Context: an optimization exercise on an open-source flow, tuned for a short achievable clock period and few clock cycles per item. The choices shown serve that exercise and are no tape-out recipe. Only simulation tests tie the RTL to the original design; equivalence was not proved. No activity file was given, so power comes from the tool's default toggle rates.

==> inputs of fjord <==
// tm_policer
module tm_policer (
    input  wire        clk,
    input  wire        rst,
    input  wire        req_valid,
    output wire        req_ready,
    input  wire        req_write,          
    input  wire [2:0]  req_index,
    input  wire [31:0] req_time,
    input  wire [13:0] req_len,
    input  wire [1:0]  req_colour,
    input  wire [27:0] req_cir,
    input  wire [23:0] req_cbs,
    input  wire [27:0] req_pir,
    input  wire [23:0] req_pbs,
    input  wire [1:0]  req_mode,
    input  wire        req_colour_aware,
    input  wire        req_red_drop,
    output reg         rsp_valid,
    output reg  [1:0]  rsp_colour,
    output reg         rsp_drop,
    output reg         rsp_refused
);
Settings: LEC_CHECK=0, ABC_CLOCK_PERIOD_IN_PS=4000, CAP_MARGIN=20, CORE_MARGIN=2, CORE_UTILIZATION=70, CTS_CLUSTER_DIAMETER=100, CTS_CLUSTER_SIZE=30, PLACE_DENSITY=0.78, SLEW_MARGIN=20; clock period 22.0 ns.
standard.sh (not shown) runs the stock make flow with config.mk's settings and CLKGATE_MAP_FILE= SYNTH_SCRIPT=/design/flow/synth_recipe.tcl, a recipe that flattens the netlist after the stock synthesis.
==> flow/flow/run.sh <==
#!/bin/bash
# Standard layout, with timing repair asked to leave setup slack of at least
# MARGIN ns at the design's clock period, so that the paths are optimised
# well below the period; sizing may change a cell's footprint. Gate cloning
# is off: its clones can be left driving more than their slew limit.
set -euo pipefail
MARGIN=16.5
bash standard.sh SETUP_SLACK_MARGIN=$MARGIN TNS_END_PERCENT=100 MATCH_CELL_FOOTPRINT=0 SKIP_GATE_CLONING=1 finish > standard_flow.log 2>&1
==> pepper (differences from fjord) <==
- CORE_UTILIZATION: 70 -> 60
- PLACE_DENSITY: 0.78 -> 0.7
==> notes.md <==
NonClk Buf Share: pepper 0.0187; fjord 0.0189
Total of cells resized after clock tree synthesis: pepper 44; fjord 37
Worst slew pin tran: pepper 1.20 ns; fjord 1.22 ns
Total number of vias: pepper 159000; fjord 161000
CP max stage cell: pepper sky130_fd_sc_hd__dfxtp_1; fjord sky130_fd_sc_hd__dfxtp_2
Largest vdd supply drop: pepper 0.0000653 V; fjord 0.0000809 V
Power drawn by the clock network: pepper 3.42 mW; fjord 3.38 mW
Final period utilization: pepper 0.262; fjord 0.262
Footprint of the flip-flops and latches: pepper 65300 um2; fjord 65300 um2
Minimum setup slack among reg-to-reg paths: pepper 16.55 ns; fjord 16.51 ns
Result of the run: pepper no timing/DRC/antenna violations; fjord no timing/DRC/antenna violations
Cell area after layout: pepper 204000 um2; fjord 203000 um2
Post CTS Setup Buffer Count: pepper 8; fjord 5
Endpoint, Worst Hold: pepper modechg3; fjord ncbs2[16]
Number of iterations in the first detailed-routing pass: pepper 7; fjord 8
Cell Count Post-Placement: pepper 25500; fjord 24900
Area of combinational cells with multiple inputs: pepper 116000 um2; fjord 116000 um2
WL/cell: pepper 24.5 um; fjord 24.9 um
Final-layout clock buffer total: pepper 165; fjord 157
Testbench counts of fjord, summed over its fixed seeds: cycles 24,048, items 24,000.
Testbench counts of pepper, summed over its fixed seeds: cycles 24,048, items 24,000.

==> try-harbor <==
tm_policer, a different RTL version from the one above (not shown whole).
export LEC_CHECK = 0
export ABC_CLOCK_PERIOD_IN_PS = 4000
export CAP_MARGIN = 20
export CORE_MARGIN = 2
export CORE_UTILIZATION = 60
export CTS_CLUSTER_DIAMETER = 100
export CTS_CLUSTER_SIZE = 30
export PLACE_DENSITY = 0.7
export SLEW_MARGIN = 20
create_clock -name core_clock -period 22.0 [get_ports {clk}]
Scripts as last shown in full above: flow/flow/run.sh
==> inputs of try-sierra, as changes to try-harbor <==
--- a/flow/design.v
+++ b/flow/design.v
@@ -39,13 +39,13 @@
     reg [7:0]  oh0;                                 
     reg        ref0;                                
     always @(posedge clk) begin
         oh0   <= 8'd1 << req_index;
         ref0  <= (req_mode != 2'd3) && (req_cbs == 24'd0 || req_pbs == 24'd0);
         rdy   <= !rst;
-        v0    <= !rst && req_valid && rdy;
+        v0    <= !rst && req_valid && !rst_q;    
         w0    <= req_write;
         t0    <= req_time;
         len0  <= req_len;
         col0  <= req_colour;
         cir0  <= req_cir;
         cbs0  <= req_cbs;
- CTS_CLUSTER_DIAMETER: 100 -> 80
- CTS_CLUSTER_SIZE: 30 -> 20
==> notes.md <==
item	try-sierra	try-harbor
Critical Path Fanout Max	1	2
Wire length per cell	24.5 um	24.4 um
Post-detailed-placement half-perimeter wirelength	407000 um	403000 um
Clock group	3.93 mW	3.47 mW
Crit path DAT	1.37 ns	1.49 ns
Critical Path Source	rsp_colour[1]	rdy
Area overhead of the layout relative to synthesis	5.03%	4.48%
Via count of the first global-routing pass	153000	151000
Routed metal-1 wirelength	258000 um	258000 um
Number of instances in the synthesized netlist	22200	22100
Status	no timing/DRC/antenna violations	no timing/DRC/antenna violations
Post-synthesis xor/xnor area fraction	2.40%	2.50%
Cell area after technology mapping	0.195 mm2	0.193 mm2
Part of the cycle the worst path needs	26.2%	26.8%
Testbench counts of try-harbor, summed over its fixed seeds: cycles 24,048, items 24,000.
Testbench counts of try-sierra, summed over its fixed seeds: cycles 24,048, items 24,000.

-- afterwards: timing with drivers on the ports --
The flow's constraints put no driver on any port. The routed layouts listed below were extracted and timed again, unchanged, in two steps. Step 1 sets driving cells, clkbuf_16 on the clock port and buf_2 on the other inputs (assumed; they add their load-dependent delay and slew). Step 2 moves the port delays by t, midway between the first and last clock arrival at a register: inputs arrive t later, outputs are due t later. That takes back most of the time a late clock gives input paths. Three values: ideal ports, drivers, drivers and shift; two values: the first two.
run	shift t [ns]	slack for setup (ns)	worst hold slack (ns)	worst setup path after step 2	slew at the worst register clock pin (ns)
fjord	1.008	16.238 / 16.118 / 15.681	0.297 / 0.297 / 0.297	input to register	0.12 / 0.12
pepper	0.992	16.233 / 16.119 / 15.717	0.285 / 0.285 / 0.285	input to register	0.12 / 0.12
try-harbor	0.988	16.115 / 16.002 / 15.880	0.304 / 0.304 / 0.304	input to register	0.12 / 0.12
try-sierra	1.048	16.226 / 16.110 / 15.668	0.315 / 0.315 / 0.315	input to register	0.09 / 0.09
After both steps setup and hold are still met in every run listed. The setup slack of try-sierra, which loses most, moves by -0.116 ns with the drivers and by -0.558 ns with both steps.
